Context: an optimization exercise on an open-source flow, tuned for small area, a short achievable clock period and few clock cycles. The choices shown serve that exercise and are no tape-out recipe. Function was checked by simulation only, so behaviour that the tests miss may differ from the original.

==> inputs of 08-13 <==
Design mxquant, start of the top module:
module mxquant (
    input  wire         clk,
    input  wire         rst,           
    input  wire         in_valid,
    output wire         in_ready,
    input  wire [127:0] in_x,          
    input  wire [7:0]   in_fmt,        
    input  wire [2:0]   in_round,
    input  wire         in_sat,
    input  wire         seed_load,
    input  wire [31:0]  seed,
    output reg          out_valid,
    output reg  [31:0]  out_e,         
    output reg  [7:0]   out_scale,
    output reg  [3:0]   out_sat
);
Settings: LEC_CHECK=0, CAP_MARGIN=50, CORE_MARGIN=2, CORE_UTILIZATION=40, SETUP_SLACK_MARGIN=1.5, SLEW_MARGIN=70; clock period 24.0 ns.
run.sh (not shown) runs the stock make flow with config.mk's settings and CLKGATE_MAP_FILE= SYNTH_SCRIPT=/design/flow/synth_recipe.tcl, a recipe that flattens the netlist after the stock synthesis.
==> 09-25: changes against 08-13 <==
--- a/flow/design.v
+++ b/flow/design.v
@@ -61,20 +61,20 @@
         p1_ke  <= k1 - $signed({2'd0, ee});
         p1_pc  <= (el1 == 2'd3) ? 6'sd0 : $signed({1'b0, pr}) - $signed({4'd0, mb1});
         p1_tzq <= {1'b0, tz} + 6'd16;
     end
     wire signed [10:0] tc   = $signed({3'd0, m2}) + $signed({p1_ke[9], p1_ke});
     wire signed [10:0] pc   = {{5{p1_pc[5]}}, p1_pc};
     wire signed [10:0] d    = pc - tc;
     wire               nrm  = pc > tc;
-    wire               far  = !nrm && tc[10:6] != 5'd0;     
-    wire [5:0]         rs   = nrm ? p1_pc[5:0] : tc[5:0];
-    wire [39:0]        w    = far ? 40'd0 : {p1_raw, 16'd0} >> rs;
-    wire               stk  = p1_nz && (far || rs > p1_tzq);
+    wire [5:0]         tcc  = (tc > 11'sd40) ? 6'd40 : tc[5:0];    
+    wire [5:0]         rs   = nrm ? p1_pc[5:0] : tcc;
+    wire [39:0]        w    = {p1_raw, 16'd0} >> rs;
+    wire               stk  = p1_nz && (rs > p1_tzq);
     reg        p2_s, p2_inf, p2_stk;
     reg [7:0]  p2_rq;
     reg [15:0] p2_d;
     reg [4:0]  p2_base;
     always @(posedge clk) begin
         p2_s    <= p1_s;
         p2_inf  <= p1_inf;
         p2_stk  <= stk;
@@ -93,38 +93,47 @@
             3'd1: up = half;
             3'd2: up = 1'b0;
             3'd3: up = inexact & ~p2_s;
             3'd4: up = inexact & p2_s;
             3'd5: up = dsum[16];
             default: up = 1'b0;
         endcase
     end
-    wire       is_int = el3 == 2'd3;
-    reg  [7:0] bs, maxbits, sgnb;
+    wire [8:0] rr0 = {1'b0, p2_rq};
+    wire [8:0] rr1 = {1'b0, p2_rq} + 9'd1;
+    reg [8:0] bs;
+    reg [7:0] maxbits, sgnb;
     always @(*) begin
         case (el3)
-            2'd0:    begin bs = {p2_base, 3'd0};       maxbits = 8'h7E; sgnb = {p2_s, 7'd0}; end
-            2'd1:    begin bs = {1'b0, p2_base, 2'd0}; maxbits = 8'h7B; sgnb = {p2_s, 7'd0}; end
-            2'd2:    begin bs = {2'b0, p2_base, 1'd0}; maxbits = 8'h07; sgnb = {4'd0, p2_s, 3'd0}; end
-            default: begin bs = 8'd0;                  maxbits = 8'h7F; sgnb = 8'd0; end
+            2'd0:    begin bs = {1'b0, p2_base, 3'd0}; maxbits = 8'h7E; sgnb = {p2_s, 7'd0}; end
+            2'd1:    begin bs = {2'b0, p2_base, 2'd0}; maxbits = 8'h7B; sgnb = {p2_s, 7'd0}; end
+            default: begin bs = {3'b0, p2_base, 1'd0}; maxbits = 8'h07; sgnb = {4'd0, p2_s, 3'd0}; end
         endcase
     end
-    wire       neg = is_int & p2_s;
-    wire [8:0] sum = {1'b0, neg ? ~p2_rq : p2_rq} + {1'b0, bs} + {8'd0, up ^ neg};
-    always @(*) begin
-        f_sat = p2_inf;
-        if (is_int) begin
-            if (!p2_s && up && p2_rq[6:0] == 7'h7F) begin code = 8'h7F; f_sat = 1'b1; end
-            else                                          code = sum[7:0];
-        end else if (sum > {1'b0, maxbits}) begin
-            code = sgnb | maxbits; f_sat = 1'b1;
-        end else begin
-            code = sgnb | sum[7:0];
+    function [8:0] pack(input [8:0] rr, input [8:0] bs, input [7:0] maxbits,
+                        input [7:0] sgnb, input is_int, input s);
+        reg [8:0] cm;
+        begin
+            cm = bs + rr;
+            if (is_int) begin
+                if (!s && rr[7]) pack = {1'b1, 8'h7F};
+                else if (s)      pack = {1'b0, 8'd0 - rr[7:0]};
+                else             pack = {1'b0, rr[7:0]};
+            end else if (cm > {1'b0, maxbits})
+                pack = {1'b1, sgnb | maxbits};
+            else
+                pack = {1'b0, sgnb | cm[7:0]};
         end
+    endfunction
+    wire [8:0] pk0 = pack(rr0, bs, maxbits, sgnb, el3 == 2'd3, p2_s);
+    wire [8:0] pk1 = pack(rr1, bs, maxbits, sgnb, el3 == 2'd3, p2_s);
+    always @(*) begin
+        code  = up ? pk1[7:0] : pk0[7:0];
+        f_sat = (up ? pk1[8] : pk0[8]) | p2_inf;
     end
 endmodule
 module mxquant (
     input  wire         clk,
     input  wire         rst,           
     input  wire         in_valid,
     output wire         in_ready,
     input  wire [127:0] in_x,          
@@ -137,48 +146,50 @@
     output reg  [31:0]  out_e,         
     output reg  [7:0]   out_scale,
     output reg  [3:0]   out_sat
 );
     localparam LANES = 4;
     reg [2:0] ph;           
     reg [2:0] in_cnt;       
     reg       rdy;          
+    reg       rdy_o;        
     reg       emit;         
     reg       v0, f0, l0;   
     reg [4:0] conv;         
-    assign in_ready = rdy;
+    assign in_ready = rdy_o;
     wire accept   = in_valid && rdy;
     wire rdy_next = !seed_load && conv <= 5'd1 && (accept || ph + 3'd1 == in_cnt);
     always @(posedge clk) begin
         if (rst) begin
             ph     <= 3'd0;
             in_cnt <= 3'd0;
             rdy    <= 1'b1;
+            rdy_o  <= 1'b1;
             emit   <= 1'b0;
             v0     <= 1'b0;
             f0     <= 1'b0;
             l0     <= 1'b0;
             conv   <= 5'd0;
         end else begin
             ph    <= ph + 3'd1;
             if (accept) in_cnt <= in_cnt + 3'd1;
             rdy   <= rdy_next;
+            rdy_o <= rdy_next;
             v0    <= accept;
             f0    <= accept && in_cnt == 3'd0;
             l0    <= accept && in_cnt == 3'd7;
             if (ph == 3'd7) emit <= accept && in_cnt == 3'd7;
             if (seed_load)         conv <= 5'd26;
             else if (conv != 5'd0) conv <= conv - 5'd1;
         end
     end
     reg [127:0] r0, r1, r2, r3, r4, r5, r6, r7;
-    wire        wr = ph == in_cnt;
     always @(posedge clk) begin
-        r0 <= wr ? in_x : r7;
+        r0 <= rdy ? in_x : r7;
         r1 <= r0; r2 <= r1; r3 <= r2; r4 <= r3; r5 <= r4; r6 <= r5; r7 <= r6;
     end
     reg [1:0] cfg_el;
     reg [2:0] cfg_round;
     reg       cfg_sat;
     always @(posedge clk)
         if (accept) begin
             cfg_el    <= in_fmt[1:0];
@@ -207,37 +218,20 @@
         for (b = 0; b < LANES; b = b + 1)
             if (r0[32*b+30 -: 8] == 8'hFF) begin
                 if (r0[32*b +: 23] != 23'd0) beat_nan = 1'b1;
                 else                         beat_inf = 1'b1;
             end
     end
     reg  [7:0] acc_max;
     reg        acc_nan, acc_inf;
+    wire [7:0] m01  = max8(efld(r0[31:0]),  efld(r0[63:32]));
+    wire [7:0] m23  = max8(efld(r0[95:64]), efld(r0[127:96]));
     wire [7:0] mold = f0 ? {4'd0, emax} : acc_max;
-    wire [7:0] cand [0:4];
-    assign cand[0] = r0[30:23];
-    assign cand[1] = r0[62:55];
-    assign cand[2] = r0[94:87];
-    assign cand[3] = r0[126:119];
-    assign cand[4] = mold;
-    reg  [7:0] mraw;
-    reg        win;
-    integer ci, cj;
-    always @(*) begin
-        mraw = 8'd0;
-        for (ci = 0; ci < 5; ci = ci + 1) begin
-            win = 1'b1;
-            for (cj = 0; cj < 5; cj = cj + 1)
-                if (cj < ci)      win = win & (cand[ci] >  cand[cj]);
-                else if (cj > ci) win = win & (cand[ci] >= cand[cj]);
-            mraw = mraw | (cand[ci] & {8{win}});
-        end
-    end
-    wire [7:0] mfin = (mraw == 8'hFF) ? 8'hFE : mraw;
+    wire [7:0] mfin = max8(max8(m01, m23), mold);
     always @(posedge clk)
         if (v0) begin
             acc_max <= mfin;
             acc_nan <= beat_nan | (acc_nan & ~f0);
             acc_inf <= beat_inf | (acc_inf & ~f0);
         end
     reg [2:0] rnd2;
     reg       nan2, nan3;
Settings changed: CAP_MARGIN 50 to 20, CORE_UTILIZATION 40 to 65, SLEW_MARGIN 70 to 20.
==> 06-19: changes against 08-13 <==
--- a/flow/design.v
+++ b/flow/design.v
@@ -61,20 +61,20 @@
         p1_ke  <= k1 - $signed({2'd0, ee});
         p1_pc  <= (el1 == 2'd3) ? 6'sd0 : $signed({1'b0, pr}) - $signed({4'd0, mb1});
         p1_tzq <= {1'b0, tz} + 6'd16;
     end
     wire signed [10:0] tc   = $signed({3'd0, m2}) + $signed({p1_ke[9], p1_ke});
     wire signed [10:0] pc   = {{5{p1_pc[5]}}, p1_pc};
     wire signed [10:0] d    = pc - tc;
     wire               nrm  = pc > tc;
-    wire               far  = !nrm && tc[10:6] != 5'd0;     
-    wire [5:0]         rs   = nrm ? p1_pc[5:0] : tc[5:0];
-    wire [39:0]        w    = far ? 40'd0 : {p1_raw, 16'd0} >> rs;
-    wire               stk  = p1_nz && (far || rs > p1_tzq);
+    wire [5:0]         tcc  = (tc > 11'sd40) ? 6'd40 : tc[5:0];    
+    wire [5:0]         rs   = nrm ? p1_pc[5:0] : tcc;
+    wire [39:0]        w    = {p1_raw, 16'd0} >> rs;
+    wire               stk  = p1_nz && (rs > p1_tzq);
     reg        p2_s, p2_inf, p2_stk;
     reg [7:0]  p2_rq;
     reg [15:0] p2_d;
     reg [4:0]  p2_base;
     always @(posedge clk) begin
         p2_s    <= p1_s;
         p2_inf  <= p1_inf;
         p2_stk  <= stk;
@@ -93,38 +93,47 @@
             3'd1: up = half;
             3'd2: up = 1'b0;
             3'd3: up = inexact & ~p2_s;
             3'd4: up = inexact & p2_s;
             3'd5: up = dsum[16];
             default: up = 1'b0;
         endcase
     end
-    wire       is_int = el3 == 2'd3;
-    reg  [7:0] bs, maxbits, sgnb;
+    wire [8:0] rr0 = {1'b0, p2_rq};
+    wire [8:0] rr1 = {1'b0, p2_rq} + 9'd1;
+    reg [8:0] bs;
+    reg [7:0] maxbits, sgnb;
     always @(*) begin
         case (el3)
-            2'd0:    begin bs = {p2_base, 3'd0};       maxbits = 8'h7E; sgnb = {p2_s, 7'd0}; end
-            2'd1:    begin bs = {1'b0, p2_base, 2'd0}; maxbits = 8'h7B; sgnb = {p2_s, 7'd0}; end
-            2'd2:    begin bs = {2'b0, p2_base, 1'd0}; maxbits = 8'h07; sgnb = {4'd0, p2_s, 3'd0}; end
-            default: begin bs = 8'd0;                  maxbits = 8'h7F; sgnb = 8'd0; end
+            2'd0:    begin bs = {1'b0, p2_base, 3'd0}; maxbits = 8'h7E; sgnb = {p2_s, 7'd0}; end
+            2'd1:    begin bs = {2'b0, p2_base, 2'd0}; maxbits = 8'h7B; sgnb = {p2_s, 7'd0}; end
+            default: begin bs = {3'b0, p2_base, 1'd0}; maxbits = 8'h07; sgnb = {4'd0, p2_s, 3'd0}; end
         endcase
     end
-    wire       neg = is_int & p2_s;
-    wire [8:0] sum = {1'b0, neg ? ~p2_rq : p2_rq} + {1'b0, bs} + {8'd0, up ^ neg};
-    always @(*) begin
-        f_sat = p2_inf;
-        if (is_int) begin
-            if (!p2_s && up && p2_rq[6:0] == 7'h7F) begin code = 8'h7F; f_sat = 1'b1; end
-            else                                          code = sum[7:0];
-        end else if (sum > {1'b0, maxbits}) begin
-            code = sgnb | maxbits; f_sat = 1'b1;
-        end else begin
-            code = sgnb | sum[7:0];
+    function [8:0] pack(input [8:0] rr, input [8:0] bs, input [7:0] maxbits,
+                        input [7:0] sgnb, input is_int, input s);
+        reg [8:0] cm;
+        begin
+            cm = bs + rr;
+            if (is_int) begin
+                if (!s && rr[7]) pack = {1'b1, 8'h7F};
+                else if (s)      pack = {1'b0, 8'd0 - rr[7:0]};
+                else             pack = {1'b0, rr[7:0]};
+            end else if (cm > {1'b0, maxbits})
+                pack = {1'b1, sgnb | maxbits};
+            else
+                pack = {1'b0, sgnb | cm[7:0]};
         end
+    endfunction
+    wire [8:0] pk0 = pack(rr0, bs, maxbits, sgnb, el3 == 2'd3, p2_s);
+    wire [8:0] pk1 = pack(rr1, bs, maxbits, sgnb, el3 == 2'd3, p2_s);
+    always @(*) begin
+        code  = up ? pk1[7:0] : pk0[7:0];
+        f_sat = (up ? pk1[8] : pk0[8]) | p2_inf;
     end
 endmodule
 module mxquant (
     input  wire         clk,
     input  wire         rst,           
     input  wire         in_valid,
     output wire         in_ready,
     input  wire [127:0] in_x,          
@@ -137,48 +146,50 @@
     output reg  [31:0]  out_e,         
     output reg  [7:0]   out_scale,
     output reg  [3:0]   out_sat
 );
     localparam LANES = 4;
     reg [2:0] ph;           
     reg [2:0] in_cnt;       
     reg       rdy;          
+    reg       rdy_o;        
     reg       emit;         
     reg       v0, f0, l0;   
     reg [4:0] conv;         
-    assign in_ready = rdy;
+    assign in_ready = rdy_o;
     wire accept   = in_valid && rdy;
     wire rdy_next = !seed_load && conv <= 5'd1 && (accept || ph + 3'd1 == in_cnt);
     always @(posedge clk) begin
         if (rst) begin
             ph     <= 3'd0;
             in_cnt <= 3'd0;
             rdy    <= 1'b1;
+            rdy_o  <= 1'b1;
             emit   <= 1'b0;
             v0     <= 1'b0;
             f0     <= 1'b0;
             l0     <= 1'b0;
             conv   <= 5'd0;
         end else begin
             ph    <= ph + 3'd1;
             if (accept) in_cnt <= in_cnt + 3'd1;
             rdy   <= rdy_next;
+            rdy_o <= rdy_next;
             v0    <= accept;
             f0    <= accept && in_cnt == 3'd0;
             l0    <= accept && in_cnt == 3'd7;
             if (ph == 3'd7) emit <= accept && in_cnt == 3'd7;
             if (seed_load)         conv <= 5'd26;
             else if (conv != 5'd0) conv <= conv - 5'd1;
         end
     end
     reg [127:0] r0, r1, r2, r3, r4, r5, r6, r7;
-    wire        wr = ph == in_cnt;
     always @(posedge clk) begin
-        r0 <= wr ? in_x : r7;
+        r0 <= rdy ? in_x : r7;
         r1 <= r0; r2 <= r1; r3 <= r2; r4 <= r3; r5 <= r4; r6 <= r5; r7 <= r6;
     end
     reg [1:0] cfg_el;
     reg [2:0] cfg_round;
     reg       cfg_sat;
     always @(posedge clk)
         if (accept) begin
             cfg_el    <= in_fmt[1:0];
@@ -207,37 +218,20 @@
         for (b = 0; b < LANES; b = b + 1)
             if (r0[32*b+30 -: 8] == 8'hFF) begin
                 if (r0[32*b +: 23] != 23'd0) beat_nan = 1'b1;
                 else                         beat_inf = 1'b1;
             end
     end
     reg  [7:0] acc_max;
     reg        acc_nan, acc_inf;
+    wire [7:0] m01  = max8(efld(r0[31:0]),  efld(r0[63:32]));
+    wire [7:0] m23  = max8(efld(r0[95:64]), efld(r0[127:96]));
     wire [7:0] mold = f0 ? {4'd0, emax} : acc_max;
-    wire [7:0] cand [0:4];
-    assign cand[0] = r0[30:23];
-    assign cand[1] = r0[62:55];
-    assign cand[2] = r0[94:87];
-    assign cand[3] = r0[126:119];
-    assign cand[4] = mold;
-    reg  [7:0] mraw;
-    reg        win;
-    integer ci, cj;
-    always @(*) begin
-        mraw = 8'd0;
-        for (ci = 0; ci < 5; ci = ci + 1) begin
-            win = 1'b1;
-            for (cj = 0; cj < 5; cj = cj + 1)
-                if (cj < ci)      win = win & (cand[ci] >  cand[cj]);
-                else if (cj > ci) win = win & (cand[ci] >= cand[cj]);
-            mraw = mraw | (cand[ci] & {8{win}});
-        end
-    end
-    wire [7:0] mfin = (mraw == 8'hFF) ? 8'hFE : mraw;
+    wire [7:0] mfin = max8(max8(m01, m23), mold);
     always @(posedge clk)
         if (v0) begin
             acc_max <= mfin;
             acc_nan <= beat_nan | (acc_nan & ~f0);
             acc_inf <= beat_inf | (acc_inf & ~f0);
         end
     reg [2:0] rnd2;
     reg       nan2, nan3;
Settings changed: CAP_MARGIN 50 to 70, SLEW_MARGIN 70 to 85.
==> flow_summary.json <==
{
  "run_status": "timing/DRC/antenna clean",
  "die-area_um2": 163000,
  "cts_made_buffers": 158,
  "initial_antenna_violation_count": 2,
  "final-instance-count-excl-fill": 9713,
  "tap_cells": 2072,
  "synth_cells": 6300,
  "ff_latch_area_um2": 32200,
  "worst-endpoint-required_ns": 24.74,
  "internal-power_uw": 7820
}
The numbers above come from 06-19.

==> flow_summary.json <==
{
  "die-area_um2": 101000,
  "internal-power_uw": 6010,
  "cts_made_buffers": 145,
  "run_status": "timing/DRC/antenna clean",
  "ff_latch_area_um2": 31700,
  "final-instance-count-excl-fill": 7861
}
The numbers above come from 09-25.

==> flow_summary.json <==
{
  "synth_cells": 6087,
  "worst-endpoint-required_ns": 19.20,
  "die-area_um2": 159000,
  "initial_antenna_violation_count": 6,
  "ff_latch_area_um2": 31700,
  "internal-power_uw": 7070,
  "tap_cells": 2058,
  "final-instance-count-excl-fill": 8556,
  "met2_wirelength_mm": 76.5,
  "run_status": "timing/DRC/antenna clean"
}
The numbers above come from 08-13.

Testbench counts of 08-13, summed over its fixed seeds: cycles 96,088.
Testbench counts of 09-25, summed over its fixed seeds: cycles 96,088.
Testbench counts of 06-19, summed over its fixed seeds: cycles 96,088.

-- port drivers added, routing unchanged --
The flow's constraints put no driver on any port. The routed layouts listed below were extracted and timed again, unchanged, in two steps. Step 1 (the two cells are an assumption about what drives the block):
set clk [get_ports {clk}]
set_driving_cell -lib_cell sky130_fd_sc_hd__clkbuf_16 $clk
set_driving_cell -lib_cell sky130_fd_sc_hd__buf_2 [delete_from_list [all_inputs] $clk]
Step 2 adds t to the input delays and takes it off the output delays; t is the mean of the earliest and latest rising clock arrival at the registers after step 1. Input paths then give back, and output paths get back, about the clock's delay inside the block. Slacks: ideal / step 1 / step 2; pairs: ideal / step 1.
run | shift t [ns] | slack for setup (ns) | hold slack, ns | worst slew at a driven data input, ns | pins driven straight from the clock port
08-13 | 0.883 | 17.266 / 17.183 / 17.515 | 0.312 / 0.312 / 0.312 | 0.07 | 1
09-25 | 0.830 | 16.850 / 16.850 / 16.850 | 0.297 / 0.297 / 0.297 | 0.10 | 1
06-19 | 0.865 | 11.499 / 11.499 / 11.499 | 0.292 / 0.292 / 0.292 | 0.09 | 1
After both steps setup and hold are still met in every run listed.
